From an optimization exercise on the open Yosys and OpenROAD flow, aimed at small area; shortcuts taken in it are not production practice. Function was checked by simulation only, so behaviour that the tests miss may differ from the original. No activity file was given, so power comes from the tool's default toggle rates.

===== config.mk =====
export PLATFORM = sky130hd
export DESIGN_NAME = vdx_istore_ecc
export DESIGN_NICKNAME = vdx_istore_ecc
export VERILOG_FILES = /design/flow/design.v
export SDC_FILE = /design/flow/constraint.sdc
export NUM_CORES = 4
export LEC_CHECK = 0
export CAP_MARGIN = 0
export CORE_AREA = 2 2.72 498 109.52
export DIE_AREA = 0 0 500 112
export SLEW_MARGIN = 0
export SYNTH_HIERARCHICAL = 1
export SYNTH_MINIMUM_KEEP_SIZE = 0

===== constraint.sdc =====
create_clock -name core_clock -period 8.0 [get_ports {clk}]
set_input_delay 1.6000 -clock core_clock [delete_from_list [all_inputs] [get_ports {clk}]]
set_output_delay 1.6000 -clock core_clock [all_outputs]
set_load 0.01 [all_outputs]

===== design.v =====
`default_nettype none
module vdx_istore_ecc (
    input  wire          clk,
    input  wire          rst,
    input  wire          wr_valid,
    input  wire [79:0]   wr_data,
    output reg           enc_valid,
    output reg  [7:0]    enc_chk,
    input  wire [3:0]    rd_valid,
    input  wire [351:0]  rd_word,
    output reg  [3:0]    chk_valid,
    output wire [7:0]    chk_status,
    output wire [319:0]  chk_data,
    output wire [3:0]    wb_valid,
    output wire [31:0]   wb_chk,
    input  wire          cnt_clr,
    output reg  [15:0]   ce_cnt
);
    wire [7:0] wr_chk;
    vdx_enc u_enc (.d(wr_data), .c(wr_chk));
    always @(posedge clk) begin
        enc_valid <= wr_valid & ~rst;
        enc_chk   <= wr_chk;
    end
    reg [3:0]   s1_valid;
    reg [351:0] s1_word;
    reg [351:0] s2_word;
    always @(posedge clk) begin
        s1_valid  <= rd_valid & {4{~rst}};
        s1_word   <= rd_word;
        chk_valid <= s1_valid & {4{~rst}};
        s2_word   <= s1_word;
    end
    genvar g, k;
    generate
        for (g = 0; g < 4; g = g + 1) begin : g_lane
            wire [87:0] w = s2_word[g*88 +: 88];
            wire [6:0]  s;
            wire        p;
            vdx_syn u_syn (.w(w), .s(s), .p(p));
            wire nz   = |s;
            wire big  = s[6] & (s[5] | (s[4] & s[3]));    
            wire [1:0] status = {(p ^ nz) | (p & big), nz};
            wire [7:0]  lo;
            wire [10:0] hi;
            for (k = 0; k < 8; k = k + 1) begin : g_lo
                assign lo[k] = p & (s[2:0] == k);
            end
            for (k = 0; k < 11; k = k + 1) begin : g_hi
                assign hi[k] = (s[6:3] == k);
            end
            wire [79:0] data;
            wire [7:0]  chk;
            vdx_fix u_fix0 (.d(w[0]), .h(hi[0]), .l(lo[3]), .y(data[0]));
            vdx_fix u_fix1 (.d(w[1]), .h(hi[0]), .l(lo[5]), .y(data[1]));
            vdx_fix u_fix2 (.d(w[2]), .h(hi[0]), .l(lo[6]), .y(data[2]));
            vdx_fix u_fix3 (.d(w[3]), .h(hi[0]), .l(lo[7]), .y(data[3]));
            vdx_fix u_fix4 (.d(w[4]), .h(hi[1]), .l(lo[1]), .y(data[4]));
            vdx_fix u_fix5 (.d(w[5]), .h(hi[1]), .l(lo[2]), .y(data[5]));
            vdx_fix u_fix6 (.d(w[6]), .h(hi[1]), .l(lo[3]), .y(data[6]));
            vdx_fix u_fix7 (.d(w[7]), .h(hi[1]), .l(lo[4]), .y(data[7]));
            vdx_fix u_fix8 (.d(w[8]), .h(hi[1]), .l(lo[5]), .y(data[8]));
            vdx_fix u_fix9 (.d(w[9]), .h(hi[1]), .l(lo[6]), .y(data[9]));
            vdx_fix u_fix10 (.d(w[10]), .h(hi[1]), .l(lo[7]), .y(data[10]));
            vdx_fix u_fix11 (.d(w[11]), .h(hi[2]), .l(lo[1]), .y(data[11]));
            vdx_fix u_fix12 (.d(w[12]), .h(hi[2]), .l(lo[2]), .y(data[12]));
            vdx_fix u_fix13 (.d(w[13]), .h(hi[2]), .l(lo[3]), .y(data[13]));
            vdx_fix u_fix14 (.d(w[14]), .h(hi[2]), .l(lo[4]), .y(data[14]));
            vdx_fix u_fix15 (.d(w[15]), .h(hi[2]), .l(lo[5]), .y(data[15]));
            vdx_fix u_fix16 (.d(w[16]), .h(hi[2]), .l(lo[6]), .y(data[16]));
            vdx_fix u_fix17 (.d(w[17]), .h(hi[2]), .l(lo[7]), .y(data[17]));
            vdx_fix u_fix18 (.d(w[18]), .h(hi[3]), .l(lo[0]), .y(data[18]));
            vdx_fix u_fix19 (.d(w[19]), .h(hi[3]), .l(lo[1]), .y(data[19]));
            vdx_fix u_fix20 (.d(w[20]), .h(hi[3]), .l(lo[2]), .y(data[20]));
            vdx_fix u_fix21 (.d(w[21]), .h(hi[3]), .l(lo[3]), .y(data[21]));
            vdx_fix u_fix22 (.d(w[22]), .h(hi[3]), .l(lo[4]), .y(data[22]));
            vdx_fix u_fix23 (.d(w[23]), .h(hi[3]), .l(lo[5]), .y(data[23]));
            vdx_fix u_fix24 (.d(w[24]), .h(hi[3]), .l(lo[6]), .y(data[24]));
            vdx_fix u_fix25 (.d(w[25]), .h(hi[3]), .l(lo[7]), .y(data[25]));
            vdx_fix u_fix26 (.d(w[26]), .h(hi[4]), .l(lo[1]), .y(data[26]));
            vdx_fix u_fix27 (.d(w[27]), .h(hi[4]), .l(lo[2]), .y(data[27]));
            vdx_fix u_fix28 (.d(w[28]), .h(hi[4]), .l(lo[3]), .y(data[28]));
            vdx_fix u_fix29 (.d(w[29]), .h(hi[4]), .l(lo[4]), .y(data[29]));
            vdx_fix u_fix30 (.d(w[30]), .h(hi[4]), .l(lo[5]), .y(data[30]));
            vdx_fix u_fix31 (.d(w[31]), .h(hi[4]), .l(lo[6]), .y(data[31]));
            vdx_fix u_fix32 (.d(w[32]), .h(hi[4]), .l(lo[7]), .y(data[32]));
            vdx_fix u_fix33 (.d(w[33]), .h(hi[5]), .l(lo[0]), .y(data[33]));
            vdx_fix u_fix34 (.d(w[34]), .h(hi[5]), .l(lo[1]), .y(data[34]));
            vdx_fix u_fix35 (.d(w[35]), .h(hi[5]), .l(lo[2]), .y(data[35]));
            vdx_fix u_fix36 (.d(w[36]), .h(hi[5]), .l(lo[3]), .y(data[36]));
            vdx_fix u_fix37 (.d(w[37]), .h(hi[5]), .l(lo[4]), .y(data[37]));
            vdx_fix u_fix38 (.d(w[38]), .h(hi[5]), .l(lo[5]), .y(data[38]));
            vdx_fix u_fix39 (.d(w[39]), .h(hi[5]), .l(lo[6]), .y(data[39]));
            vdx_fix u_fix40 (.d(w[40]), .h(hi[5]), .l(lo[7]), .y(data[40]));
            vdx_fix u_fix41 (.d(w[41]), .h(hi[6]), .l(lo[0]), .y(data[41]));
            vdx_fix u_fix42 (.d(w[42]), .h(hi[6]), .l(lo[1]), .y(data[42]));
            vdx_fix u_fix43 (.d(w[43]), .h(hi[6]), .l(lo[2]), .y(data[43]));
            vdx_fix u_fix44 (.d(w[44]), .h(hi[6]), .l(lo[3]), .y(data[44]));
            vdx_fix u_fix45 (.d(w[45]), .h(hi[6]), .l(lo[4]), .y(data[45]));
            vdx_fix u_fix46 (.d(w[46]), .h(hi[6]), .l(lo[5]), .y(data[46]));
            vdx_fix u_fix47 (.d(w[47]), .h(hi[6]), .l(lo[6]), .y(data[47]));
            vdx_fix u_fix48 (.d(w[48]), .h(hi[6]), .l(lo[7]), .y(data[48]));
            vdx_fix u_fix49 (.d(w[49]), .h(hi[7]), .l(lo[0]), .y(data[49]));
            vdx_fix u_fix50 (.d(w[50]), .h(hi[7]), .l(lo[1]), .y(data[50]));
            vdx_fix u_fix51 (.d(w[51]), .h(hi[7]), .l(lo[2]), .y(data[51]));
            vdx_fix u_fix52 (.d(w[52]), .h(hi[7]), .l(lo[3]), .y(data[52]));
            vdx_fix u_fix53 (.d(w[53]), .h(hi[7]), .l(lo[4]), .y(data[53]));
            vdx_fix u_fix54 (.d(w[54]), .h(hi[7]), .l(lo[5]), .y(data[54]));
            vdx_fix u_fix55 (.d(w[55]), .h(hi[7]), .l(lo[6]), .y(data[55]));
            vdx_fix u_fix56 (.d(w[56]), .h(hi[7]), .l(lo[7]), .y(data[56]));
            vdx_fix u_fix57 (.d(w[57]), .h(hi[8]), .l(lo[1]), .y(data[57]));
            vdx_fix u_fix58 (.d(w[58]), .h(hi[8]), .l(lo[2]), .y(data[58]));
            vdx_fix u_fix59 (.d(w[59]), .h(hi[8]), .l(lo[3]), .y(data[59]));
            vdx_fix u_fix60 (.d(w[60]), .h(hi[8]), .l(lo[4]), .y(data[60]));
            vdx_fix u_fix61 (.d(w[61]), .h(hi[8]), .l(lo[5]), .y(data[61]));
            vdx_fix u_fix62 (.d(w[62]), .h(hi[8]), .l(lo[6]), .y(data[62]));
            vdx_fix u_fix63 (.d(w[63]), .h(hi[8]), .l(lo[7]), .y(data[63]));
            vdx_fix u_fix64 (.d(w[64]), .h(hi[9]), .l(lo[0]), .y(data[64]));
            vdx_fix u_fix65 (.d(w[65]), .h(hi[9]), .l(lo[1]), .y(data[65]));
            vdx_fix u_fix66 (.d(w[66]), .h(hi[9]), .l(lo[2]), .y(data[66]));
            vdx_fix u_fix67 (.d(w[67]), .h(hi[9]), .l(lo[3]), .y(data[67]));
            vdx_fix u_fix68 (.d(w[68]), .h(hi[9]), .l(lo[4]), .y(data[68]));
            vdx_fix u_fix69 (.d(w[69]), .h(hi[9]), .l(lo[5]), .y(data[69]));
            vdx_fix u_fix70 (.d(w[70]), .h(hi[9]), .l(lo[6]), .y(data[70]));
            vdx_fix u_fix71 (.d(w[71]), .h(hi[9]), .l(lo[7]), .y(data[71]));
            vdx_fix u_fix72 (.d(w[72]), .h(hi[10]), .l(lo[0]), .y(data[72]));
            vdx_fix u_fix73 (.d(w[73]), .h(hi[10]), .l(lo[1]), .y(data[73]));
            vdx_fix u_fix74 (.d(w[74]), .h(hi[10]), .l(lo[2]), .y(data[74]));
            vdx_fix u_fix75 (.d(w[75]), .h(hi[10]), .l(lo[3]), .y(data[75]));
            vdx_fix u_fix76 (.d(w[76]), .h(hi[10]), .l(lo[4]), .y(data[76]));
            vdx_fix u_fix77 (.d(w[77]), .h(hi[10]), .l(lo[5]), .y(data[77]));
            vdx_fix u_fix78 (.d(w[78]), .h(hi[10]), .l(lo[6]), .y(data[78]));
            vdx_fix u_fix79 (.d(w[79]), .h(hi[10]), .l(lo[7]), .y(data[79]));
            vdx_fix u_fixc0 (.d(w[80]), .h(hi[0]), .l(lo[1]), .y(chk[0]));
            vdx_fix u_fixc1 (.d(w[81]), .h(hi[0]), .l(lo[2]), .y(chk[1]));
            vdx_fix u_fixc2 (.d(w[82]), .h(hi[0]), .l(lo[4]), .y(chk[2]));
            vdx_fix u_fixc3 (.d(w[83]), .h(hi[1]), .l(lo[0]), .y(chk[3]));
            vdx_fix u_fixc4 (.d(w[84]), .h(hi[2]), .l(lo[0]), .y(chk[4]));
            vdx_fix u_fixc5 (.d(w[85]), .h(hi[4]), .l(lo[0]), .y(chk[5]));
            vdx_fix u_fixc6 (.d(w[86]), .h(hi[8]), .l(lo[0]), .y(chk[6]));
            vdx_fix u_fixc7 (.d(w[87]), .h(hi[0]), .l(lo[0]), .y(chk[7]));
            assign chk_status[g*2 +: 2] = status;
            assign chk_data[g*80 +: 80] = data;
            assign wb_chk[g*8 +: 8]     = chk;
            assign wb_valid[g]          = chk_valid[g] & (status[0] ^ status[1]);
        end
    endgenerate
    wire a0, a1, n0, b1, n1, n2;
    vdx_fa u_pc0 (.a(wb_valid[0]), .b(wb_valid[1]), .c(wb_valid[2]), .s(a0), .co(a1));
    vdx_ha u_pc1 (.a(a0), .b(wb_valid[3]), .s(n0), .co(b1));
    vdx_ha u_pc2 (.a(a1), .b(b1), .s(n1), .co(n2));
    wire [16:0] c;
    wire [15:0] sum;
    wire [16:3] ones;      
    assign c[0] = 1'b0;
    vdx_ha u_s0 (.a(ce_cnt[0]), .b(n0), .s(sum[0]), .co(c[1]));
    vdx_fa u_s1 (.a(ce_cnt[1]), .b(n1), .c(c[1]), .s(sum[1]), .co(c[2]));
    vdx_fa u_s2 (.a(ce_cnt[2]), .b(n2), .c(c[2]), .s(sum[2]), .co(c[3]));
    assign ones[3] = 1'b1;
    genvar i;
    generate
        for (i = 3; i < 16; i = i + 1) begin : g_inc
            assign ones[i+1] = ones[i] & ce_cnt[i];
            vdx_fix u_s (.d(ce_cnt[i]), .h(c[3]), .l(ones[i]), .y(sum[i]));
            assign c[i+1] = c[3] & ones[i+1];
        end
    endgenerate
    always @(posedge clk) begin
        if (rst || cnt_clr)
            ce_cnt <= 16'd0;
        else
            ce_cnt <= sum | {16{c[16]}};
    end
endmodule
module vdx_syn (
    input  wire [87:0] w,
    output wire [6:0]  s,
    output wire        p
);
    wire x0;
    vdx_xor u_x0 (.a(w[87]), .b(w[80]), .y(x0));
    wire x1;
    vdx_xor u_x1 (.a(w[81]), .b(w[0]), .y(x1));
    wire x2;
    vdx_xor u_x2 (.a(w[80]), .b(w[0]), .y(x2));
    wire x3;
    vdx_xor u_x3 (.a(x0), .b(x1), .y(x3));
    wire x4;
    vdx_xor u_x4 (.a(w[82]), .b(w[1]), .y(x4));
    wire x5;
    vdx_xor u_x5 (.a(w[2]), .b(w[3]), .y(x5));
    wire x6;
    vdx_xor u_x6 (.a(w[1]), .b(w[3]), .y(x6));
    wire x7;
    vdx_xor u_x7 (.a(x4), .b(x5), .y(x7));
    wire x8;
    vdx_xor u_x8 (.a(x2), .b(x6), .y(x8));
    wire x9;
    vdx_xor u_x9 (.a(x1), .b(x5), .y(x9));
    wire x10;
    vdx_xor u_x10 (.a(x3), .b(x7), .y(x10));
    wire x11;
    vdx_xor u_x11 (.a(w[83]), .b(w[4]), .y(x11));
    wire x12;
    vdx_xor u_x12 (.a(w[5]), .b(w[6]), .y(x12));
    wire x13;
    vdx_xor u_x13 (.a(w[4]), .b(w[6]), .y(x13));
    wire x14;
    vdx_xor u_x14 (.a(x11), .b(x12), .y(x14));
    wire x15;
    vdx_xor u_x15 (.a(w[7]), .b(w[8]), .y(x15));
    wire x16;
    vdx_xor u_x16 (.a(w[9]), .b(w[10]), .y(x16));
    wire x17;
    vdx_xor u_x17 (.a(w[8]), .b(w[10]), .y(x17));
    wire x18;
    vdx_xor u_x18 (.a(x15), .b(x16), .y(x18));
    wire x19;
    vdx_xor u_x19 (.a(x13), .b(x17), .y(x19));
    wire x20;
    vdx_xor u_x20 (.a(x12), .b(x16), .y(x20));
    wire x21;
    vdx_xor u_x21 (.a(x14), .b(x18), .y(x21));
    wire x22;
    vdx_xor u_x22 (.a(x8), .b(x19), .y(x22));
    wire x23;
    vdx_xor u_x23 (.a(x9), .b(x20), .y(x23));
    wire x24;
    vdx_xor u_x24 (.a(x7), .b(x18), .y(x24));
    wire x25;
    vdx_xor u_x25 (.a(x10), .b(x21), .y(x25));
    wire x26;
    vdx_xor u_x26 (.a(w[84]), .b(w[11]), .y(x26));
    wire x27;
    vdx_xor u_x27 (.a(w[12]), .b(w[13]), .y(x27));
    wire x28;
    vdx_xor u_x28 (.a(w[11]), .b(w[13]), .y(x28));
    wire x29;
    vdx_xor u_x29 (.a(x26), .b(x27), .y(x29));
    wire x30;
    vdx_xor u_x30 (.a(w[14]), .b(w[15]), .y(x30));
    wire x31;
    vdx_xor u_x31 (.a(w[16]), .b(w[17]), .y(x31));
    wire x32;
    vdx_xor u_x32 (.a(w[15]), .b(w[17]), .y(x32));
    wire x33;
    vdx_xor u_x33 (.a(x30), .b(x31), .y(x33));
    wire x34;
    vdx_xor u_x34 (.a(x28), .b(x32), .y(x34));
    wire x35;
    vdx_xor u_x35 (.a(x27), .b(x31), .y(x35));
    wire x36;
    vdx_xor u_x36 (.a(x29), .b(x33), .y(x36));
    wire x37;
    vdx_xor u_x37 (.a(w[18]), .b(w[19]), .y(x37));
    wire x38;
    vdx_xor u_x38 (.a(w[20]), .b(w[21]), .y(x38));
    wire x39;
    vdx_xor u_x39 (.a(w[19]), .b(w[21]), .y(x39));
    wire x40;
    vdx_xor u_x40 (.a(x37), .b(x38), .y(x40));
    wire x41;
    vdx_xor u_x41 (.a(w[22]), .b(w[23]), .y(x41));
    wire x42;
    vdx_xor u_x42 (.a(w[24]), .b(w[25]), .y(x42));
    wire x43;
    vdx_xor u_x43 (.a(w[23]), .b(w[25]), .y(x43));
    wire x44;
    vdx_xor u_x44 (.a(x41), .b(x42), .y(x44));
    wire x45;
    vdx_xor u_x45 (.a(x39), .b(x43), .y(x45));
    wire x46;
    vdx_xor u_x46 (.a(x38), .b(x42), .y(x46));
    wire x47;
    vdx_xor u_x47 (.a(x40), .b(x44), .y(x47));
    wire x48;
    vdx_xor u_x48 (.a(x34), .b(x45), .y(x48));
    wire x49;
    vdx_xor u_x49 (.a(x35), .b(x46), .y(x49));
    wire x50;
    vdx_xor u_x50 (.a(x33), .b(x44), .y(x50));
    wire x51;
    vdx_xor u_x51 (.a(x36), .b(x47), .y(x51));
    wire x52;
    vdx_xor u_x52 (.a(x22), .b(x48), .y(x52));
    wire x53;
    vdx_xor u_x53 (.a(x23), .b(x49), .y(x53));
    wire x54;
    vdx_xor u_x54 (.a(x24), .b(x50), .y(x54));
    wire x55;
    vdx_xor u_x55 (.a(x21), .b(x47), .y(x55));
    wire x56;
    vdx_xor u_x56 (.a(x25), .b(x51), .y(x56));
    wire x57;
    vdx_xor u_x57 (.a(w[85]), .b(w[26]), .y(x57));
    wire x58;
    vdx_xor u_x58 (.a(w[27]), .b(w[28]), .y(x58));
    wire x59;
    vdx_xor u_x59 (.a(w[26]), .b(w[28]), .y(x59));
    wire x60;
    vdx_xor u_x60 (.a(x57), .b(x58), .y(x60));
    wire x61;
    vdx_xor u_x61 (.a(w[29]), .b(w[30]), .y(x61));
    wire x62;
    vdx_xor u_x62 (.a(w[31]), .b(w[32]), .y(x62));
    wire x63;
    vdx_xor u_x63 (.a(w[30]), .b(w[32]), .y(x63));
    wire x64;
    vdx_xor u_x64 (.a(x61), .b(x62), .y(x64));
    wire x65;
    vdx_xor u_x65 (.a(x59), .b(x63), .y(x65));
    wire x66;
    vdx_xor u_x66 (.a(x58), .b(x62), .y(x66));
    wire x67;
    vdx_xor u_x67 (.a(x60), .b(x64), .y(x67));
    wire x68;
    vdx_xor u_x68 (.a(w[33]), .b(w[34]), .y(x68));
    wire x69;
    vdx_xor u_x69 (.a(w[35]), .b(w[36]), .y(x69));
    wire x70;
    vdx_xor u_x70 (.a(w[34]), .b(w[36]), .y(x70));
    wire x71;
    vdx_xor u_x71 (.a(x68), .b(x69), .y(x71));
    wire x72;
    vdx_xor u_x72 (.a(w[37]), .b(w[38]), .y(x72));
    wire x73;
    vdx_xor u_x73 (.a(w[39]), .b(w[40]), .y(x73));
    wire x74;
    vdx_xor u_x74 (.a(w[38]), .b(w[40]), .y(x74));
    wire x75;
    vdx_xor u_x75 (.a(x72), .b(x73), .y(x75));
    wire x76;
    vdx_xor u_x76 (.a(x70), .b(x74), .y(x76));
    wire x77;
    vdx_xor u_x77 (.a(x69), .b(x73), .y(x77));
    wire x78;
    vdx_xor u_x78 (.a(x71), .b(x75), .y(x78));
    wire x79;
    vdx_xor u_x79 (.a(x65), .b(x76), .y(x79));
    wire x80;
    vdx_xor u_x80 (.a(x66), .b(x77), .y(x80));
    wire x81;
    vdx_xor u_x81 (.a(x64), .b(x75), .y(x81));
    wire x82;
    vdx_xor u_x82 (.a(x67), .b(x78), .y(x82));
    wire x83;
    vdx_xor u_x83 (.a(w[41]), .b(w[42]), .y(x83));
    wire x84;
    vdx_xor u_x84 (.a(w[43]), .b(w[44]), .y(x84));
    wire x85;
    vdx_xor u_x85 (.a(w[42]), .b(w[44]), .y(x85));
    wire x86;
    vdx_xor u_x86 (.a(x83), .b(x84), .y(x86));
    wire x87;
    vdx_xor u_x87 (.a(w[45]), .b(w[46]), .y(x87));
    wire x88;
    vdx_xor u_x88 (.a(w[47]), .b(w[48]), .y(x88));
    wire x89;
    vdx_xor u_x89 (.a(w[46]), .b(w[48]), .y(x89));
    wire x90;
    vdx_xor u_x90 (.a(x87), .b(x88), .y(x90));
    wire x91;
    vdx_xor u_x91 (.a(x85), .b(x89), .y(x91));
    wire x92;
    vdx_xor u_x92 (.a(x84), .b(x88), .y(x92));
    wire x93;
    vdx_xor u_x93 (.a(x86), .b(x90), .y(x93));
    wire x94;
    vdx_xor u_x94 (.a(w[49]), .b(w[50]), .y(x94));
    wire x95;
    vdx_xor u_x95 (.a(w[51]), .b(w[52]), .y(x95));
    wire x96;
    vdx_xor u_x96 (.a(w[50]), .b(w[52]), .y(x96));
    wire x97;
    vdx_xor u_x97 (.a(x94), .b(x95), .y(x97));
    wire x98;
    vdx_xor u_x98 (.a(w[53]), .b(w[54]), .y(x98));
    wire x99;
    vdx_xor u_x99 (.a(w[55]), .b(w[56]), .y(x99));
    wire x100;
    vdx_xor u_x100 (.a(w[54]), .b(w[56]), .y(x100));
    wire x101;
    vdx_xor u_x101 (.a(x98), .b(x99), .y(x101));
    wire x102;
    vdx_xor u_x102 (.a(x96), .b(x100), .y(x102));
    wire x103;
    vdx_xor u_x103 (.a(x95), .b(x99), .y(x103));
    wire x104;
    vdx_xor u_x104 (.a(x97), .b(x101), .y(x104));
    wire x105;
    vdx_xor u_x105 (.a(x91), .b(x102), .y(x105));
    wire x106;
    vdx_xor u_x106 (.a(x92), .b(x103), .y(x106));
    wire x107;
    vdx_xor u_x107 (.a(x90), .b(x101), .y(x107));
    wire x108;
    vdx_xor u_x108 (.a(x93), .b(x104), .y(x108));
    wire x109;
    vdx_xor u_x109 (.a(x79), .b(x105), .y(x109));
    wire x110;
    vdx_xor u_x110 (.a(x80), .b(x106), .y(x110));
    wire x111;
    vdx_xor u_x111 (.a(x81), .b(x107), .y(x111));
    wire x112;
    vdx_xor u_x112 (.a(x78), .b(x104), .y(x112));
    wire x113;
    vdx_xor u_x113 (.a(x82), .b(x108), .y(x113));
    wire x114;
    vdx_xor u_x114 (.a(x52), .b(x109), .y(x114));
    wire x115;
    vdx_xor u_x115 (.a(x53), .b(x110), .y(x115));
    wire x116;
    vdx_xor u_x116 (.a(x54), .b(x111), .y(x116));
    wire x117;
    vdx_xor u_x117 (.a(x55), .b(x112), .y(x117));
    wire x118;
    vdx_xor u_x118 (.a(x51), .b(x108), .y(x118));
    wire x119;
    vdx_xor u_x119 (.a(x56), .b(x113), .y(x119));
    wire x120;
    vdx_xor u_x120 (.a(w[86]), .b(w[57]), .y(x120));
    wire x121;
    vdx_xor u_x121 (.a(w[58]), .b(w[59]), .y(x121));
    wire x122;
    vdx_xor u_x122 (.a(w[57]), .b(w[59]), .y(x122));
    wire x123;
    vdx_xor u_x123 (.a(x120), .b(x121), .y(x123));
    wire x124;
    vdx_xor u_x124 (.a(w[60]), .b(w[61]), .y(x124));
    wire x125;
    vdx_xor u_x125 (.a(w[62]), .b(w[63]), .y(x125));
    wire x126;
    vdx_xor u_x126 (.a(w[61]), .b(w[63]), .y(x126));
    wire x127;
    vdx_xor u_x127 (.a(x124), .b(x125), .y(x127));
    wire x128;
    vdx_xor u_x128 (.a(x122), .b(x126), .y(x128));
    wire x129;
    vdx_xor u_x129 (.a(x121), .b(x125), .y(x129));
    wire x130;
    vdx_xor u_x130 (.a(x123), .b(x127), .y(x130));
    wire x131;
    vdx_xor u_x131 (.a(w[64]), .b(w[65]), .y(x131));
    wire x132;
    vdx_xor u_x132 (.a(w[66]), .b(w[67]), .y(x132));
    wire x133;
    vdx_xor u_x133 (.a(w[65]), .b(w[67]), .y(x133));
    wire x134;
    vdx_xor u_x134 (.a(x131), .b(x132), .y(x134));
    wire x135;
    vdx_xor u_x135 (.a(w[68]), .b(w[69]), .y(x135));
    wire x136;
    vdx_xor u_x136 (.a(w[70]), .b(w[71]), .y(x136));
    wire x137;
    vdx_xor u_x137 (.a(w[69]), .b(w[71]), .y(x137));
    wire x138;
    vdx_xor u_x138 (.a(x135), .b(x136), .y(x138));
    wire x139;
    vdx_xor u_x139 (.a(x133), .b(x137), .y(x139));
    wire x140;
    vdx_xor u_x140 (.a(x132), .b(x136), .y(x140));
    wire x141;
    vdx_xor u_x141 (.a(x134), .b(x138), .y(x141));
    wire x142;
    vdx_xor u_x142 (.a(x128), .b(x139), .y(x142));
    wire x143;
    vdx_xor u_x143 (.a(x129), .b(x140), .y(x143));
    wire x144;
    vdx_xor u_x144 (.a(x127), .b(x138), .y(x144));
    wire x145;
    vdx_xor u_x145 (.a(x130), .b(x141), .y(x145));
    wire x146;
    vdx_xor u_x146 (.a(w[72]), .b(w[73]), .y(x146));
    wire x147;
    vdx_xor u_x147 (.a(w[74]), .b(w[75]), .y(x147));
    wire x148;
    vdx_xor u_x148 (.a(w[73]), .b(w[75]), .y(x148));
    wire x149;
    vdx_xor u_x149 (.a(x146), .b(x147), .y(x149));
    wire x150;
    vdx_xor u_x150 (.a(w[76]), .b(w[77]), .y(x150));
    wire x151;
    vdx_xor u_x151 (.a(w[78]), .b(w[79]), .y(x151));
    wire x152;
    vdx_xor u_x152 (.a(w[77]), .b(w[79]), .y(x152));
    wire x153;
    vdx_xor u_x153 (.a(x150), .b(x151), .y(x153));
    wire x154;
    vdx_xor u_x154 (.a(x148), .b(x152), .y(x154));
    wire x155;
    vdx_xor u_x155 (.a(x147), .b(x151), .y(x155));
    wire x156;
    vdx_xor u_x156 (.a(x149), .b(x153), .y(x156));
    wire x157;
    vdx_xor u_x157 (.a(x142), .b(x154), .y(x157));
    wire x158;
    vdx_xor u_x158 (.a(x143), .b(x155), .y(x158));
    wire x159;
    vdx_xor u_x159 (.a(x144), .b(x153), .y(x159));
    wire x160;
    vdx_xor u_x160 (.a(x145), .b(x156), .y(x160));
    wire x161;
    vdx_xor u_x161 (.a(x114), .b(x157), .y(x161));
    wire x162;
    vdx_xor u_x162 (.a(x115), .b(x158), .y(x162));
    wire x163;
    vdx_xor u_x163 (.a(x116), .b(x159), .y(x163));
    wire x164;
    vdx_xor u_x164 (.a(x117), .b(x141), .y(x164));
    wire x165;
    vdx_xor u_x165 (.a(x118), .b(x156), .y(x165));
    wire x166;
    vdx_xor u_x166 (.a(x119), .b(x160), .y(x166));
    assign s[0] = x161;
    assign s[1] = x162;
    assign s[2] = x163;
    assign s[3] = x164;
    assign s[4] = x165;
    assign s[5] = x113;
    assign s[6] = x160;
    assign p = x166;
endmodule
module vdx_enc (
    input  wire [79:0] d,
    output wire [7:0]  c
);
    wire e0;
    vdx_xor u_e0 (.a(d[56]), .b(d[25]), .y(e0));
    wire e1;
    vdx_xor u_e1 (.a(d[40]), .b(d[71]), .y(e1));
    wire e2;
    vdx_xor u_e2 (.a(d[10]), .b(e0), .y(e2));
    wire e3;
    vdx_xor u_e3 (.a(e1), .b(e2), .y(e3));
    wire e4;
    vdx_xor u_e4 (.a(d[48]), .b(d[79]), .y(e4));
    wire e5;
    vdx_xor u_e5 (.a(d[17]), .b(e4), .y(e5));
    wire e6;
    vdx_xor u_e6 (.a(d[32]), .b(d[63]), .y(e6));
    wire e7;
    vdx_xor u_e7 (.a(d[3]), .b(e6), .y(e7));
    wire e8;
    vdx_xor u_e8 (.a(e5), .b(e7), .y(e8));
    wire e9;
    vdx_xor u_e9 (.a(e3), .b(e8), .y(e9));
    wire e10;
    vdx_xor u_e10 (.a(d[52]), .b(d[21]), .y(e10));
    wire e11;
    vdx_xor u_e11 (.a(d[36]), .b(d[67]), .y(e11));
    wire e12;
    vdx_xor u_e12 (.a(d[6]), .b(e10), .y(e12));
    wire e13;
    vdx_xor u_e13 (.a(e11), .b(e12), .y(e13));
    wire e14;
    vdx_xor u_e14 (.a(d[44]), .b(d[75]), .y(e14));
    wire e15;
    vdx_xor u_e15 (.a(d[13]), .b(e14), .y(e15));
    wire e16;
    vdx_xor u_e16 (.a(d[28]), .b(d[59]), .y(e16));
    wire e17;
    vdx_xor u_e17 (.a(d[0]), .b(e16), .y(e17));
    wire e18;
    vdx_xor u_e18 (.a(e15), .b(e17), .y(e18));
    wire e19;
    vdx_xor u_e19 (.a(e13), .b(e18), .y(e19));
    wire e20;
    vdx_xor u_e20 (.a(e9), .b(e19), .y(e20));
    wire e21;
    vdx_xor u_e21 (.a(d[54]), .b(d[23]), .y(e21));
    wire e22;
    vdx_xor u_e22 (.a(d[38]), .b(d[69]), .y(e22));
    wire e23;
    vdx_xor u_e23 (.a(d[8]), .b(e21), .y(e23));
    wire e24;
    vdx_xor u_e24 (.a(e22), .b(e23), .y(e24));
    wire e25;
    vdx_xor u_e25 (.a(d[46]), .b(d[77]), .y(e25));
    wire e26;
    vdx_xor u_e26 (.a(d[15]), .b(e25), .y(e26));
    wire e27;
    vdx_xor u_e27 (.a(d[30]), .b(d[61]), .y(e27));
    wire e28;
    vdx_xor u_e28 (.a(d[1]), .b(e27), .y(e28));
    wire e29;
    vdx_xor u_e29 (.a(e26), .b(e28), .y(e29));
    wire e30;
    vdx_xor u_e30 (.a(e24), .b(e29), .y(e30));
    wire e31;
    vdx_xor u_e31 (.a(d[50]), .b(d[19]), .y(e31));
    wire e32;
    vdx_xor u_e32 (.a(d[34]), .b(d[65]), .y(e32));
    wire e33;
    vdx_xor u_e33 (.a(d[4]), .b(e31), .y(e33));
    wire e34;
    vdx_xor u_e34 (.a(e32), .b(e33), .y(e34));
    wire e35;
    vdx_xor u_e35 (.a(d[42]), .b(d[73]), .y(e35));
    wire e36;
    vdx_xor u_e36 (.a(d[11]), .b(e35), .y(e36));
    wire e37;
    vdx_xor u_e37 (.a(d[26]), .b(d[57]), .y(e37));
    wire e38;
    vdx_xor u_e38 (.a(e37), .b(e36), .y(e38));
    wire e39;
    vdx_xor u_e39 (.a(e34), .b(e38), .y(e39));
    wire e40;
    vdx_xor u_e40 (.a(e30), .b(e39), .y(e40));
    wire e41;
    vdx_xor u_e41 (.a(e20), .b(e40), .y(e41));
    wire e42;
    vdx_xor u_e42 (.a(d[55]), .b(d[24]), .y(e42));
    wire e43;
    vdx_xor u_e43 (.a(d[39]), .b(d[70]), .y(e43));
    wire e44;
    vdx_xor u_e44 (.a(d[9]), .b(e42), .y(e44));
    wire e45;
    vdx_xor u_e45 (.a(e43), .b(e44), .y(e45));
    wire e46;
    vdx_xor u_e46 (.a(d[47]), .b(d[78]), .y(e46));
    wire e47;
    vdx_xor u_e47 (.a(d[16]), .b(e46), .y(e47));
    wire e48;
    vdx_xor u_e48 (.a(d[31]), .b(d[62]), .y(e48));
    wire e49;
    vdx_xor u_e49 (.a(d[2]), .b(e48), .y(e49));
    wire e50;
    vdx_xor u_e50 (.a(e47), .b(e49), .y(e50));
    wire e51;
    vdx_xor u_e51 (.a(e45), .b(e50), .y(e51));
    wire e52;
    vdx_xor u_e52 (.a(d[51]), .b(d[20]), .y(e52));
    wire e53;
    vdx_xor u_e53 (.a(d[35]), .b(d[66]), .y(e53));
    wire e54;
    vdx_xor u_e54 (.a(d[5]), .b(e52), .y(e54));
    wire e55;
    vdx_xor u_e55 (.a(e53), .b(e54), .y(e55));
    wire e56;
    vdx_xor u_e56 (.a(d[43]), .b(d[74]), .y(e56));
    wire e57;
    vdx_xor u_e57 (.a(d[12]), .b(e56), .y(e57));
    wire e58;
    vdx_xor u_e58 (.a(d[27]), .b(d[58]), .y(e58));
    wire e59;
    vdx_xor u_e59 (.a(e58), .b(e57), .y(e59));
    wire e60;
    vdx_xor u_e60 (.a(e55), .b(e59), .y(e60));
    wire e61;
    vdx_xor u_e61 (.a(e51), .b(e60), .y(e61));
    wire e62;
    vdx_xor u_e62 (.a(e61), .b(e20), .y(e62));
    wire e63;
    vdx_xor u_e63 (.a(d[53]), .b(d[22]), .y(e63));
    wire e64;
    vdx_xor u_e64 (.a(d[37]), .b(d[68]), .y(e64));
    wire e65;
    vdx_xor u_e65 (.a(d[7]), .b(e63), .y(e65));
    wire e66;
    vdx_xor u_e66 (.a(e64), .b(e65), .y(e66));
    wire e67;
    vdx_xor u_e67 (.a(d[45]), .b(d[76]), .y(e67));
    wire e68;
    vdx_xor u_e68 (.a(d[14]), .b(e67), .y(e68));
    wire e69;
    vdx_xor u_e69 (.a(d[29]), .b(d[60]), .y(e69));
    wire e70;
    vdx_xor u_e70 (.a(e69), .b(e68), .y(e70));
    wire e71;
    vdx_xor u_e71 (.a(e66), .b(e70), .y(e71));
    wire e72;
    vdx_xor u_e72 (.a(e9), .b(e71), .y(e72));
    wire e73;
    vdx_xor u_e73 (.a(e30), .b(e51), .y(e73));
    wire e74;
    vdx_xor u_e74 (.a(e72), .b(e73), .y(e74));
    wire e75;
    vdx_xor u_e75 (.a(d[49]), .b(d[18]), .y(e75));
    wire e76;
    vdx_xor u_e76 (.a(d[33]), .b(d[64]), .y(e76));
    wire e77;
    vdx_xor u_e77 (.a(e75), .b(e76), .y(e77));
    wire e78;
    vdx_xor u_e78 (.a(e77), .b(e13), .y(e78));
    wire e79;
    vdx_xor u_e79 (.a(e24), .b(e45), .y(e79));
    wire e80;
    vdx_xor u_e80 (.a(e3), .b(e78), .y(e80));
    wire e81;
    vdx_xor u_e81 (.a(e79), .b(e80), .y(e81));
    wire e82;
    vdx_xor u_e82 (.a(e34), .b(e55), .y(e82));
    wire e83;
    vdx_xor u_e83 (.a(e66), .b(e82), .y(e83));
    wire e84;
    vdx_xor u_e84 (.a(e83), .b(e81), .y(e84));
    wire e85;
    vdx_xor u_e85 (.a(d[41]), .b(d[72]), .y(e85));
    wire e86;
    vdx_xor u_e86 (.a(e31), .b(e52), .y(e86));
    wire e87;
    vdx_xor u_e87 (.a(e63), .b(e10), .y(e87));
    wire e88;
    vdx_xor u_e88 (.a(e21), .b(e42), .y(e88));
    wire e89;
    vdx_xor u_e89 (.a(e0), .b(e85), .y(e89));
    wire e90;
    vdx_xor u_e90 (.a(e15), .b(e26), .y(e90));
    wire e91;
    vdx_xor u_e91 (.a(e47), .b(e5), .y(e91));
    wire e92;
    vdx_xor u_e92 (.a(e86), .b(e87), .y(e92));
    wire e93;
    vdx_xor u_e93 (.a(e88), .b(e89), .y(e93));
    wire e94;
    vdx_xor u_e94 (.a(e90), .b(e91), .y(e94));
    wire e95;
    vdx_xor u_e95 (.a(e92), .b(e93), .y(e95));
    wire e96;
    vdx_xor u_e96 (.a(e94), .b(e95), .y(e96));
    wire e97;
    vdx_xor u_e97 (.a(e75), .b(e36), .y(e97));
    wire e98;
    vdx_xor u_e98 (.a(e57), .b(e68), .y(e98));
    wire e99;
    vdx_xor u_e99 (.a(e97), .b(e98), .y(e99));
    wire e100;
    vdx_xor u_e100 (.a(e99), .b(e96), .y(e100));
    wire e101;
    vdx_xor u_e101 (.a(d[28]), .b(d[30]), .y(e101));
    wire e102;
    vdx_xor u_e102 (.a(d[31]), .b(d[34]), .y(e102));
    wire e103;
    vdx_xor u_e103 (.a(d[35]), .b(d[37]), .y(e103));
    wire e104;
    vdx_xor u_e104 (.a(d[42]), .b(d[43]), .y(e104));
    wire e105;
    vdx_xor u_e105 (.a(d[45]), .b(d[49]), .y(e105));
    wire e106;
    vdx_xor u_e106 (.a(d[32]), .b(d[36]), .y(e106));
    wire e107;
    vdx_xor u_e107 (.a(d[38]), .b(d[39]), .y(e107));
    wire e108;
    vdx_xor u_e108 (.a(d[44]), .b(d[46]), .y(e108));
    wire e109;
    vdx_xor u_e109 (.a(d[47]), .b(d[50]), .y(e109));
    wire e110;
    vdx_xor u_e110 (.a(d[51]), .b(d[53]), .y(e110));
    wire e111;
    vdx_xor u_e111 (.a(d[40]), .b(d[48]), .y(e111));
    wire e112;
    vdx_xor u_e112 (.a(d[52]), .b(d[54]), .y(e112));
    wire e113;
    vdx_xor u_e113 (.a(d[55]), .b(d[56]), .y(e113));
    wire e114;
    vdx_xor u_e114 (.a(e101), .b(e102), .y(e114));
    wire e115;
    vdx_xor u_e115 (.a(e103), .b(e104), .y(e115));
    wire e116;
    vdx_xor u_e116 (.a(e105), .b(e106), .y(e116));
    wire e117;
    vdx_xor u_e117 (.a(e107), .b(e108), .y(e117));
    wire e118;
    vdx_xor u_e118 (.a(e109), .b(e110), .y(e118));
    wire e119;
    vdx_xor u_e119 (.a(e111), .b(e112), .y(e119));
    wire e120;
    vdx_xor u_e120 (.a(e113), .b(e114), .y(e120));
    wire e121;
    vdx_xor u_e121 (.a(e115), .b(e116), .y(e121));
    wire e122;
    vdx_xor u_e122 (.a(e117), .b(e118), .y(e122));
    wire e123;
    vdx_xor u_e123 (.a(e119), .b(e120), .y(e123));
    wire e124;
    vdx_xor u_e124 (.a(e121), .b(e122), .y(e124));
    wire e125;
    vdx_xor u_e125 (.a(e123), .b(e124), .y(e125));
    wire e126;
    vdx_xor u_e126 (.a(d[26]), .b(d[27]), .y(e126));
    wire e127;
    vdx_xor u_e127 (.a(d[29]), .b(d[33]), .y(e127));
    wire e128;
    vdx_xor u_e128 (.a(d[41]), .b(e126), .y(e128));
    wire e129;
    vdx_xor u_e129 (.a(e127), .b(e128), .y(e129));
    wire e130;
    vdx_xor u_e130 (.a(e129), .b(e125), .y(e130));
    wire e131;
    vdx_xor u_e131 (.a(d[59]), .b(d[61]), .y(e131));
    wire e132;
    vdx_xor u_e132 (.a(d[62]), .b(d[65]), .y(e132));
    wire e133;
    vdx_xor u_e133 (.a(d[66]), .b(d[68]), .y(e133));
    wire e134;
    vdx_xor u_e134 (.a(d[73]), .b(d[74]), .y(e134));
    wire e135;
    vdx_xor u_e135 (.a(d[76]), .b(d[63]), .y(e135));
    wire e136;
    vdx_xor u_e136 (.a(d[67]), .b(d[69]), .y(e136));
    wire e137;
    vdx_xor u_e137 (.a(d[70]), .b(d[75]), .y(e137));
    wire e138;
    vdx_xor u_e138 (.a(d[77]), .b(d[78]), .y(e138));
    wire e139;
    vdx_xor u_e139 (.a(d[71]), .b(d[79]), .y(e139));
    wire e140;
    vdx_xor u_e140 (.a(e131), .b(e132), .y(e140));
    wire e141;
    vdx_xor u_e141 (.a(e133), .b(e134), .y(e141));
    wire e142;
    vdx_xor u_e142 (.a(e135), .b(e136), .y(e142));
    wire e143;
    vdx_xor u_e143 (.a(e137), .b(e138), .y(e143));
    wire e144;
    vdx_xor u_e144 (.a(e139), .b(e140), .y(e144));
    wire e145;
    vdx_xor u_e145 (.a(e141), .b(e142), .y(e145));
    wire e146;
    vdx_xor u_e146 (.a(e143), .b(e144), .y(e146));
    wire e147;
    vdx_xor u_e147 (.a(e145), .b(e146), .y(e147));
    wire e148;
    vdx_xor u_e148 (.a(d[57]), .b(d[58]), .y(e148));
    wire e149;
    vdx_xor u_e149 (.a(d[60]), .b(d[64]), .y(e149));
    wire e150;
    vdx_xor u_e150 (.a(d[72]), .b(e148), .y(e150));
    wire e151;
    vdx_xor u_e151 (.a(e149), .b(e150), .y(e151));
    wire e152;
    vdx_xor u_e152 (.a(e151), .b(e147), .y(e152));
    wire e153;
    vdx_xor u_e153 (.a(e61), .b(e72), .y(e153));
    wire e154;
    vdx_xor u_e154 (.a(e96), .b(e125), .y(e154));
    wire e155;
    vdx_xor u_e155 (.a(e147), .b(e41), .y(e155));
    wire e156;
    vdx_xor u_e156 (.a(e81), .b(e153), .y(e156));
    wire e157;
    vdx_xor u_e157 (.a(e154), .b(e155), .y(e157));
    wire e158;
    vdx_xor u_e158 (.a(e156), .b(e157), .y(e158));
    assign c[0] = e41;
    assign c[1] = e62;
    assign c[2] = e74;
    assign c[3] = e84;
    assign c[4] = e100;
    assign c[5] = e130;
    assign c[6] = e152;
    assign c[7] = e158;
endmodule
module vdx_xor (
    input  wire a,
    input  wire b,
    output wire y
);
    assign y = a ^ b;
endmodule
module vdx_fix (
    input  wire d,
    input  wire h,
    input  wire l,
    output wire y
);
    assign y = d ^ (h & l);
endmodule
module vdx_ha (
    input  wire a,
    input  wire b,
    output wire s,
    output wire co
);
    assign {co, s} = a + b;
endmodule
module vdx_fa (
    input  wire a,
    input  wire b,
    input  wire c,
    output wire s,
    output wire co
);
    assign {co, s} = a + b + c;
endmodule
`default_nettype wire

===== flow/run.sh =====
#!/bin/bash
# The standard layout (the standard.sh, standard synthesis unchanged),
# with these changes:
#  - the port buffers that buffer_ports inserts on every input and output
#    are buf_1 instead of the default cell;
#  - clock tree synthesis uses larger sink clusters of clkbuf_16 and no
#    dummy loads.
set -euo pipefail
CTS="-sink_clustering_enable -repair_clock_nets -dont_use_dummy_load"
CTS="$CTS -buf_list {${CTS_BUFS:-sky130_fd_sc_hd__clkbuf_16}}"
CTS="$CTS -sink_clustering_size ${CTS_SIZE:-28} -sink_clustering_max_diameter ${CTS_DIAM:-70}"
bash standard.sh \
  "BUFFER_PORTS_ARGS=-buffer_cell sky130_fd_sc_hd__buf_1" \
  "CTS_ARGS=$CTS" \
  finish > standard.log 2>&1

===== standard.sh =====
#!/bin/bash
# synth_recipe.tcl (not shown) runs the flow's synth.tcl, then flattens the netlist and writes it again
# the make line also repeats each setting of config.mk as NAME=value (left out here)
make -C /OpenROAD-flow-scripts/flow DESIGN_CONFIG=/design/flow/config.mk WORK_HOME=/design/flow/orfs CLKGATE_MAP_FILE= SYNTH_SCRIPT=/design/flow/synth_recipe.tcl "${@:-finish}"

==> key figures <==
Clock network
  – CTS tree: built
  – Max H-tree Level: 1
  – Clk root buf: clkbuf_16
  – Clock sink total: 737
  – Clock slew at reported path FFs: 0.11 ns
  – Post-CTS Resized: 0
  – Setup Buffers After CTS: 0
  – Max clock buf depth: 3
  – Hold_buf cts: 0
  – CTS buffer count: 30
  – Clock latency on the worst-skew pair: between 0.6 and 0.7 ns

Setup path
  – Crit start category: register
  – Largest stage delay on the critical path: 1.02 ns
  – Data required time of the worst path: between 6 and 7 ns
  – Worst Path Arrival: 5.09 ns
  – Kind of critical path: reg -> out
  – Most used cell along the critical path: xor2_1
  – Max FO, Critical Path: 11
  – Worst path bufs/invs: 1
  – Delay-heaviest family, CP: XOR/XNOR gates
  – Endpoint type of the worst setup path: output pin
  – Critical-path cell list: xor2_1, xor2_1, xor2_1, xor2_1, xor2_1, xor2_1, xor2_1, nand2b_1, nor2_1, nand2_1, xnor2_1, buf_1
  – Slowest CP cell: nor2_1

Global route
  – Antenna violations before repair: 3
  – Total GRT Usage: a little under a quarter
  – Largest net degree at the start of global routing: 29
  – Grt total ovfl: 0
  – Vias in the first global route: between 15,000 and 20,000
  – First-pass GRT wire length: approximately 100 mm

Synthesis
  – Seq/Total Area, Yosys: 52.6%
  – Avg Inst Size Synth: ~11 sq um
  – Synth unique cells: 32
  – Most area-hungry cell type in the Yosys netlist: dfxtp_1
  – Post-synthesis cell area: about 28,000 sq um
  – Syn nets: between 3,000 and 4,000
  – Yosys warnings: 7
  – Yosys top cell area share: 52.6%
  – Syn Inst Count: about 2,600
  – Synth top area cells: dfxtp_1, xor2_1, xnor2_1
  – #FFs+latches synth: 737

Power
  – Switching share of power: between 40% and 50%
  – Psw: just under 0.006 W
  – Pleak: approximately 13 nW
  – P_int: 0.00640 W
  – Worst VDD drop: between 0.3 and 0.4 mV
  – Reg power frac: 32.9%
  – Clk pwr share: between 10% and 20%
  – Power density cells: roughly 370 nW/um^2
  – Comb pwr share: 52.6%

STA
  – Skew final: between 0.04 and 0.05 ns
  – Fin crit period: around 6.7 ns
  – Final hold slack: about 0.28 ns
  – Final hold violations: 0
  – Slew HR: around an eighth
  – RSZ-0062 raised after global routing: false
  – Setup tns final: 0 ns
  – Max-slew violations: 0
  – Setup violators final: 0
  – Fmax: around 150 MHz
  – Worst-margin pin slew: 1.30 ns
  – Period utilisation layout: a little over four fifths

Placed design
  – Final HPWL DP: between 50 and 60 mm
  – Global placement routability congestion: ~0.85
  – PortBufs: 832
  – Dpl cell area: about 32,000 sq um

Final layout
  – Area Growth Syn to Fin: 16.5%
  – Share of layout cells above drive strength 1: ~1.9%
  – Most frequent cells in the layout: buf_1, xor2_1, dfxtp_1
  – Commonest non-fill, non-tap cell in the layout: buf_1
  – Fin area: 32,700 sq um
  – Fin util: just over 60%
  – Layout net count: 3,839

Floorplanning
  – Die height: 112 um
  – DIE AREA: around 56,000 sq um
  – I/O Pins: 833
  – Die X: 500 um
  – Initial Utilization: roughly 53%
  – Row count: 39
  – Core area: 52,600 sq um

Drt
  – Routed len/inst: 16.9 um
  – DR pass1 iterations: 5
  – Detail Route Antenna Nets: 0
  – Final wirelength: 69.4 mm
  – Initial drt markers: between 900 and 1,000
  – Vias per std cell: about 4.5
  – Via count: roughly 19,000
  – DRC viols: 0

Outcome
  – Outcome: timing/DRC/antenna clean

Worst hold path
  – Worst min-delay path class: reg -> reg

Run
  – Max-Cap Viols: 0
layout make-up:
cell class | count | area [sq um]
Multi-Input combinational cell | 1767 | 13000
Sequential cell | 737 | 14800
Inverter | 6 | 22.5
Timing Repair Buffer | 851 | 3270
Fill cell | 4580 | 19900
Antenna cell | 6 | 15.0
Clock buffer | 30 | 751
Tap cell | 717 | 897
stage by stage:
stage          std cells  power (W)  worst slack (ns)
2_1_floorplan       2557    0.00863              3.03
3_3_place_gp        4078     0.0104              1.82
3_5_place_dp        4078     0.0105              1.59
4_1_cts             4108     0.0123              1.21
5_1_grt             4113     0.0130             0.833
6_report            4114     0.0122              1.31
Yosys cell counts:
master      n
nor2b_1     9
nor2_1     47
or4_1       1
fa_1        3
conb_1      1
buf_6       2
or4b_1      1
and3_1      2
clkbuf_1    1
buf_4      41
and2_1      3
a21oi_1     4
nor3_1     33
and2_2      2
a31oi_1     4
nand3_2     1
a21o_1      4
inv_1       6
o21ai_1     7
o21ai_0     8
buf_2       2
nand2_1   404
ha_1        3
a221oi_1    4
xnor2_1   365
nand2b_1   28
dfxtp_1   737
buf_8       1
nor4_1      4
xor2_1    827
nand3_1     1
o21ai_2     1
kinds of logic (layout without fill, tap and decap cells):
logic type	count (synthesis)	after routing	share of synthesized area (%)
AND/OR/NAND/NOR	536	536	7.82
buffers and inverters	53	887	1.36
XOR/XNOR	1192	1192	37.2
other	1	7	0.0134
AO/OA/AOI/OAI	32	32	0.691
flip-flops	737	737	52.6
adder cells (fa/ha/maj)	6	6	0.348
state kept, by name, indices dropped and copies added (netlist names):
| signal | flops |
|---|---|
| s1_valid | 4 |
| chk_valid | 4 |
| s1_word | 352 |
| enc_chk | 8 |
| enc_valid | 1 |
| s2_word | 352 |
| ce_cnt | 16 |
power groups by stage:
| stage | sequential (W) | clock, W | combinational [W] |
|---|---|---|---|
| floorplan | 0.00409 | 0 | 0.00453 |
| global placement | 0.00410 | 0 | 0.00632 |
| detailed placement | 0.00411 | 0 | 0.00640 |
| CTS | 0.00402 | 0.00183 | 0.00644 |
| global route | 0.00405 | 0.00197 | 0.00699 |
| finish | 0.00402 | 0.00178 | 0.00644 |
final timing paths:
kind | from | end | slack (ns) | cells past startpoint
hold / removal | s1_word[222] | s2_word[222] | 0.28 | 0
hold reg to reg | s1_word[222] | s2_word[222] | 0.28 | 0
setup / recovery | s2_word[144] | chk_data[142] | 1.31 | 12
setup reg to reg | s2_word[232] | ce_cnt[1] | 1.59 | 17
metal layers:
| metal | vias up | part of all wire [%] | track usage [%] |
|---|---|---|---|
| met4 | 0 | 2.4 | 6.28 |
| met2 | 332 | 53 | 45.9 |
| li1 | 9433 | - | - |
| met3 | 103 | 3.6 | 3.91 |
| met1 | 8766 | 41 | 27.7 |
| met5 | - | 0 | 0 |
modules after synthesis (local to each module, per instance):
module / copies in the design / cells
vdx_enc: 1 / 8
vdx_fa: 3 / 1
vdx_ha: 3 / 1
vdx_fix: 365 / 2
vdx_xor: 827 / 1
vdx_istore_ecc: 1 / 958
vdx_syn: 4 / 7

-- separate check: timing with driven ports --
The flow's constraints put no driver on any port. The routed layout listed below was extracted and timed again, unchanged, in two steps. Step 1: set_driving_cell puts a clkbuf_16 on clk and a buf_2 on each other input, an assumption about the parent block. Step 2, shift: input delay + t, output delay - t, t = (earliest + latest rising clock arrival at the registers) / 2. This alone moves slack from input paths to output paths. Slacks: ideal / step 1 / step 2; pairs: ideal / step 1.
t, ns: 0.706
setup slack, ns: 1.307 / 1.227 / 1.592
cell pins on the clock port's net: 1
After both steps this run still meets setup and hold. The setup slack of this run moves by -0.080 ns with the drivers and by +0.285 ns with both steps.
